This is an optimization exercise on Yosys and OpenROAD, whose aim is small area, a short achievable clock period and few clock cycles per item, not a production implementation. Function was checked by simulation only, so behaviour that the tests miss may differ from the original.

==> design/flow/design.v <==
module biquad_eq (
    input  wire        clk,
    input  wire        rst,
    input  wire        cfg_we,
    input  wire [6:0]  cfg_addr,
    input  wire [35:0] cfg_data,
    input  wire        in_valid,
    output wire        in_ready,
    input  wire [35:0] in_data,
    output reg         out_valid,
    input  wire        out_ready,
    output reg  [35:0] out_data,
    output reg         out_sat
);
    localparam NSEC = 8;
    localparam [35:0] UNITY = 36'h0_8000_0000;
    localparam [2:0] S_IDLE  = 3'd0,
                     S_MAC   = 3'd1,
                     S_STORE = 3'd2,
                     S_GAIN  = 3'd3,
                     S_GSTORE = 3'd4,
                     S_OUT   = 3'd5;
    reg signed [35:0] b0 [0:NSEC-1];
    reg signed [35:0] b1 [0:NSEC-1];
    reg signed [35:0] b2 [0:NSEC-1];
    reg signed [35:0] a1 [0:NSEC-1];
    reg signed [35:0] a2 [0:NSEC-1];
    reg signed [35:0] gain;
    reg        [2:0]  last_sec;      
    reg signed [35:0] x1 [0:NSEC-1];
    reg signed [35:0] x2 [0:NSEC-1];
    reg signed [35:0] y1 [0:NSEC-1];
    reg signed [35:0] y2 [0:NSEC-1];
    reg [2:0]  state;
    reg [2:0]  sec;
    reg [2:0]  tap;
    reg signed [35:0] v;             
    reg signed [79:0] acc;
    reg        sat;
    assign in_ready = (state == S_IDLE);
    reg signed [35:0] mul_c;
    reg signed [35:0] mul_x;
    always @(*) begin
        case (tap)
            3'd0:    begin mul_c = b0[sec]; mul_x = v;       end
            3'd1:    begin mul_c = b1[sec]; mul_x = x1[sec]; end
            3'd2:    begin mul_c = b2[sec]; mul_x = x2[sec]; end
            3'd3:    begin mul_c = a1[sec]; mul_x = y1[sec]; end
            default: begin mul_c = a2[sec]; mul_x = y2[sec]; end
        endcase
        if (state == S_GAIN) begin
            mul_c = gain;
            mul_x = v;
        end
    end
    wire signed [71:0] prod = mul_c * mul_x;
    wire signed [79:0] prod_ext = {{8{prod[71]}}, prod};
    wire subtract = (state == S_MAC) && (tap >= 3'd3);
    /*verilator lint_off UNUSEDSIGNAL*/
    wire signed [79:0] rounded = acc + 80'sd1073741824;
    /*verilator lint_on UNUSEDSIGNAL*/
    wire signed [48:0] shifted = rounded[79:31];
    wire               too_big   = (shifted > 49'sh0_0007_FFFF_FFFF);
    wire               too_small = (shifted < -49'sh0_0008_0000_0000);
    wire signed [35:0] stored = too_big   ? 36'sh7_FFFF_FFFF :
                                too_small ? 36'sh8_0000_0000 :
                                            shifted[35:0];
    wire               store_sat = too_big | too_small;
    integer i;
    always @(posedge clk) begin
        if (rst) begin
            for (i = 0; i < NSEC; i = i + 1) begin
                b0[i] <= UNITY;
                b1[i] <= 36'd0;
                b2[i] <= 36'd0;
                a1[i] <= 36'd0;
                a2[i] <= 36'd0;
                x1[i] <= 36'd0;
                x2[i] <= 36'd0;
                y1[i] <= 36'd0;
                y2[i] <= 36'd0;
            end
            gain      <= UNITY;
            last_sec  <= 3'd0;
            state     <= S_IDLE;
            sec       <= 3'd0;
            tap       <= 3'd0;
            v         <= 36'd0;
            acc       <= 80'd0;
            sat       <= 1'b0;
            out_valid <= 1'b0;
            out_data  <= 36'd0;
            out_sat   <= 1'b0;
        end else begin
            if (cfg_we) begin
                if (!cfg_addr[6]) begin
                    case (cfg_addr[2:0])
                        3'd0: b0[cfg_addr[5:3]] <= cfg_data;
                        3'd1: b1[cfg_addr[5:3]] <= cfg_data;
                        3'd2: b2[cfg_addr[5:3]] <= cfg_data;
                        3'd3: a1[cfg_addr[5:3]] <= cfg_data;
                        3'd4: a2[cfg_addr[5:3]] <= cfg_data;
                        default: ;
                    endcase
                end else if (cfg_addr[5:0] == 6'd0) begin
                    gain <= cfg_data;
                end else if (cfg_addr[5:0] == 6'd1) begin
                    last_sec <= cfg_data[2:0];
                    for (i = 0; i < NSEC; i = i + 1) begin
                        x1[i] <= 36'd0;
                        x2[i] <= 36'd0;
                        y1[i] <= 36'd0;
                        y2[i] <= 36'd0;
                    end
                end
            end
            case (state)
                S_IDLE: begin
                    if (in_valid) begin
                        v     <= in_data;
                        sec   <= 3'd0;
                        tap   <= 3'd0;
                        acc   <= 80'd0;
                        sat   <= 1'b0;
                        state <= S_MAC;
                    end
                end
                S_MAC: begin
                    acc <= subtract ? acc - prod_ext : acc + prod_ext;
                    if (tap == 3'd4)
                        state <= S_STORE;
                    else
                        tap <= tap + 3'd1;
                end
                S_STORE: begin
                    x2[sec] <= x1[sec];
                    x1[sec] <= v;
                    y2[sec] <= y1[sec];
                    y1[sec] <= stored;
                    v   <= stored;
                    sat <= sat | store_sat;
                    acc <= 80'd0;
                    tap <= 3'd0;
                    if (sec == last_sec) begin
                        state <= S_GAIN;
                    end else begin
                        sec   <= sec + 3'd1;
                        state <= S_MAC;
                    end
                end
                S_GAIN: begin
                    acc   <= prod_ext;
                    state <= S_GSTORE;
                end
                S_GSTORE: begin
                    out_data  <= stored;
                    out_sat   <= sat | store_sat;
                    out_valid <= 1'b1;
                    state     <= S_OUT;
                end
                default: begin  
                    if (out_ready) begin
                        out_valid <= 1'b0;
                        state     <= S_IDLE;
                    end
                end
            endcase
        end
    end
endmodule
==> design/flow/run.sh <==
#!/bin/bash
# synth_recipe.tcl (not shown) runs the flow's synth.tcl, then flattens the netlist and writes it again
# the make line also repeats each setting of config.mk as NAME=value (left out here)
make -C /OpenROAD-flow-scripts/flow DESIGN_CONFIG=/design/flow/config.mk WORK_HOME=/design/flow/orfs CLKGATE_MAP_FILE= SYNTH_SCRIPT=/design/flow/synth_recipe.tcl finish
==> design/flow/config.mk <==
export PLATFORM = sky130hd
export DESIGN_NAME = biquad_eq
export DESIGN_NICKNAME = biquad_eq
export VERILOG_FILES = /design/flow/design.v
export SDC_FILE = /design/flow/constraint.sdc
export NUM_CORES = 4
export LEC_CHECK = 0
export CAP_MARGIN = 20
export CORE_MARGIN = 2
export CORE_UTILIZATION = 40
export SLEW_MARGIN = 20
==> design/flow/constraint.sdc <==
create_clock -name core_clock -period 16.0 [get_ports {clk}]
set_input_delay 3.2000 -clock core_clock [delete_from_list [all_inputs] [get_ports {clk}]]
set_output_delay 3.2000 -clock core_clock [all_outputs]
set_load 0.01 [all_outputs]
==> run summary <==
run status=no timing/DRC/antenna violations; Clk Latency, worst-skew pair=0.96 ns; Cell Count, Final, Fillers Out=20800; full die area=447000 um^2; max-slew violations=0; Worst Tran Pin Value=1.26 ns; Hold Violations, Final=0; Synth Flop Type=edfxtp_1; Final nets=16400; Crit path top cell by count=fa_1; drt total wl=565000 um; Cell Rows=244; synthesis warning total=1; vias per cell=5.66; GPL Wtd Cong=0.934; period utilization=96.6%; Die Wd=669 um; synth unique cells=106; pin count of the biggest net entering global routing=106; Post-synth ARST share=0%; met3 Usage GRT=4.80%; Mapped Cells=14700; R2R Setup Slk=0.54 ns; FMAX=0.0647 GHz; setup_tns=0 ns; CTS Buffer Depth=4; Hold EP=sat; vias in the first global route=120000; EDFF count, synth=2592; flop and latch count out of synthesis=2798; Setup crit end kind=flip-flop; crit path launch type=flip-flop; largest cells by area after synthesis=edfxtp_1, fa_1, mux4_2; crit-path max FO=28; final setup vio count=0; HPWL Detailed=370000 um; Placeable Area=441000 um^2; CTS tree=done; Die H=669 um; ANT nets after route=0; GR peak layer=met2; Area Overhead vs Synth=11.5%; GR met2 Demand/Resource=39.7%; global-route wire length before repair=827000 um; CP max stage delay=0.70 ns; WHS=0.454 ns; sequential share of the synthesized area=46.4%; met1 Usage GRT=34.6%; GRT Total Usage=25.1%; Crit Path Category=reg2reg; CTS Root Cell=clkbuf_16; worst hold path class=reg2reg; WP data arrival=16.21 ns; CTS H-Tree Depth=5; top cell type by total area after synthesis=edfxtp_1; Critical-path top delay cell=o21ai_0; R2R Path End=acc[74]; Req. time, crit path=16.75 ns; post-layout min period=15.46 ns; Synth Cell Area=177000 um^2; CP delay by family, top=adder cells; placed insts=20200; critical hold path startpoint=sat; Avg Cell Area, Syn=12.0 um^2; I/O pin cnt=123; Initial Util=40.1%; number of DRC markers in iteration 0=13300; layout cells sized above 1=13.2%; Overflow after GRT=0; FF-to-FF path depth=49; via count=118000; WP buf/inv=11; CTS Sinks=2798; Worst Hold Path Cells=2; Mapped Nets=16500; Remaining DRCs=0; max-cap violations=0; First-pass DRT Iterations=6; total CTS buffers=310; Final Skew=0.111 ns; Yosys top cell area share=44.0%; unrepaired setup endpoints after global routing=false; clock slew at reported path FFs=0.06 ns; PortBufs=122; slew margin rel.=15.4%; Wirelength per Cell=27.2 um; initial antenna violation count=50
[tightest hold or removal path: stages, from the launching register on]
cell and delay [ns]:
dfxtp_1 0.31, nand2_1 0.05, a21oi_1 0.05
[per-layer routing]
metal	vias to the layer above	routed length, um
met5	-	130
met4	20	23000
met3	956	56400
met2	5724	260000
met1	61300	226000
li1	49700	-
[metrics by stage]
| step | worst slack [ns] | utilization, % | area [um^2] |
|---|---|---|---|
| 6_report | 0.543 | 44.7 | 197000 |
| 3_5_place_dp | 0.506 | 42.4 | 187000 |
| 2_1_floorplan | 1.07 | - | 177000 |
| 4_1_cts | 0.506 | 44.6 | 197000 |
| 5_1_grt | 0.0375 | 44.7 | 197000 |
| 3_3_place_gp | 0.557 | 42.4 | 187000 |
[cells by family (layout without fill, tap and decap cells)]
logic type | after synthesis | count (layout) | share of synthesized area, %
buffers and inverters | 2453 | 2610 | 5.31
multiplexers | 904 | 904 | 9.72
XOR/XNOR | 246 | 246 | 1.22
AO/OA/AOI/OAI | 1240 | 1240 | 4.69
AND/OR/NAND/NOR | 5369 | 5369 | 14.9
flip-flops | 2798 | 2798 | 46.4
adder cells (fa/ha/maj) | 1686 | 1686 | 17.8
other | 0 | 22 | 0
[area by class of cell]
class,count,area [um^2]
fill,39900,244000
clock buffer,403,8330
antenna,22,55.1
multi-input combinational,9445,86900
inverter,1372,5180
clock inverter,151,1190
sequential,2798,82000
tap,5904,7390
timing repair buffer,684,6110
[cells in the mapped netlist, types with 34 or more instances]
cell type     n
a21oi_1     325
nor2b_1     132
xor2_1       79
and2_1     1795
nand3_1      74
dfxtp_1     206
nand4_1      41
or2_2        61
a31oi_1      46
fa_1       1381
buf_1        69
o21a_1       47
inv_1      1363
a21boi_1     36
a211oi_1     57
o21ai_0     156
nand2_1    1416
xnor2_1     166
and3_1      110
ha_1        305
clkbuf_1    907
a22oi_1      55
a21o_1       83
a222oi_1     34
mux4_2      647
nand2b_1     46
nor2_1     1476
nor3_1       93
mux2i_1     244
o31ai_1      56
o22ai_1     108
edfxtp_1   2592
buf_2        94
[cell usage in the layout (no fill, tap or decap), types with 165 or more instances in the layout]
cell / count
edfxtp_1: 2592
and2_1: 1794
nor2_1: 1429
nand2_1: 1406
fa_1: 1381
inv_1: 1355
mux4_2: 647
buf_4: 496
a21oi_1: 324
clkbuf_16: 317
ha_1: 304
mux2i_1: 229
dfxtp_1: 201
xnor2_1: 165
[flip-flops by register name (all words and copies together), names as in the netlist, 36 cells and up, named ones only]
signal	cells
a1	288
a2	288
acc	80
b0	288
b1	288
b2	288
gain	36
out_data	36
v	36
x1	288
x2	288
y1	288
y2	288
[how the worst max path moves through the flow]
| stage | endpoint | slack, ns | cells past startpoint |
|---|---|---|---|
| 2_1_floorplan | acc[78] | 1.07 | 55 |
| 3_3_place_gp | acc[76] | 0.56 | 52 |
| 3_5_place_dp | acc[76] | 0.51 | 51 |
| 4_1_cts | acc[76] | 0.51 | 51 |
| 5_1_grt | acc[76] | 0.04 | 53 |
| 6_report | acc[74] | 0.54 | 49 |
[what timing repair did]
| action | in CTS | in global routing |
|---|---|---|
| hold buffers | 0 | 0 |
| setup endpoints to repair | 0 | 13 |
| resized for setup | 0 | 45 |
| endpoints found under the hold margin | 0 | 0 |
| buffers inserted | 0 | 14 |
Testbench counts, summed over its fixed seeds: cycles 182,784, items 6,144.

afterwards: timing with drivers on the ports:
In the flow no input, the clock included, has a driving cell. The finished layout below was timed again as built, in two steps.
Step 1 sets driving cells, clkbuf_16 on the clock port and buf_2 on the other inputs (assumed; they add their load-dependent delay and slew).
Step 2 moves the port delays by t, midway between the first and last clock arrival at a register: inputs arrive t later, outputs are due t later. That takes back most of the time a late clock gives input paths.
Three values: ideal ports, drivers, drivers and shift; two values: the first two.
shift t [ns]: 1.019
setup WS [ns]: 0.543 / 0.543 / 0.543
worst setup path at the end: register to register
worst slew at a driven data input, ns: 0.17
After both steps this run still meets setup and hold. For this run, drivers alone change the setup slack by 0.000 ns; drivers and shift together by 0.000 ns.
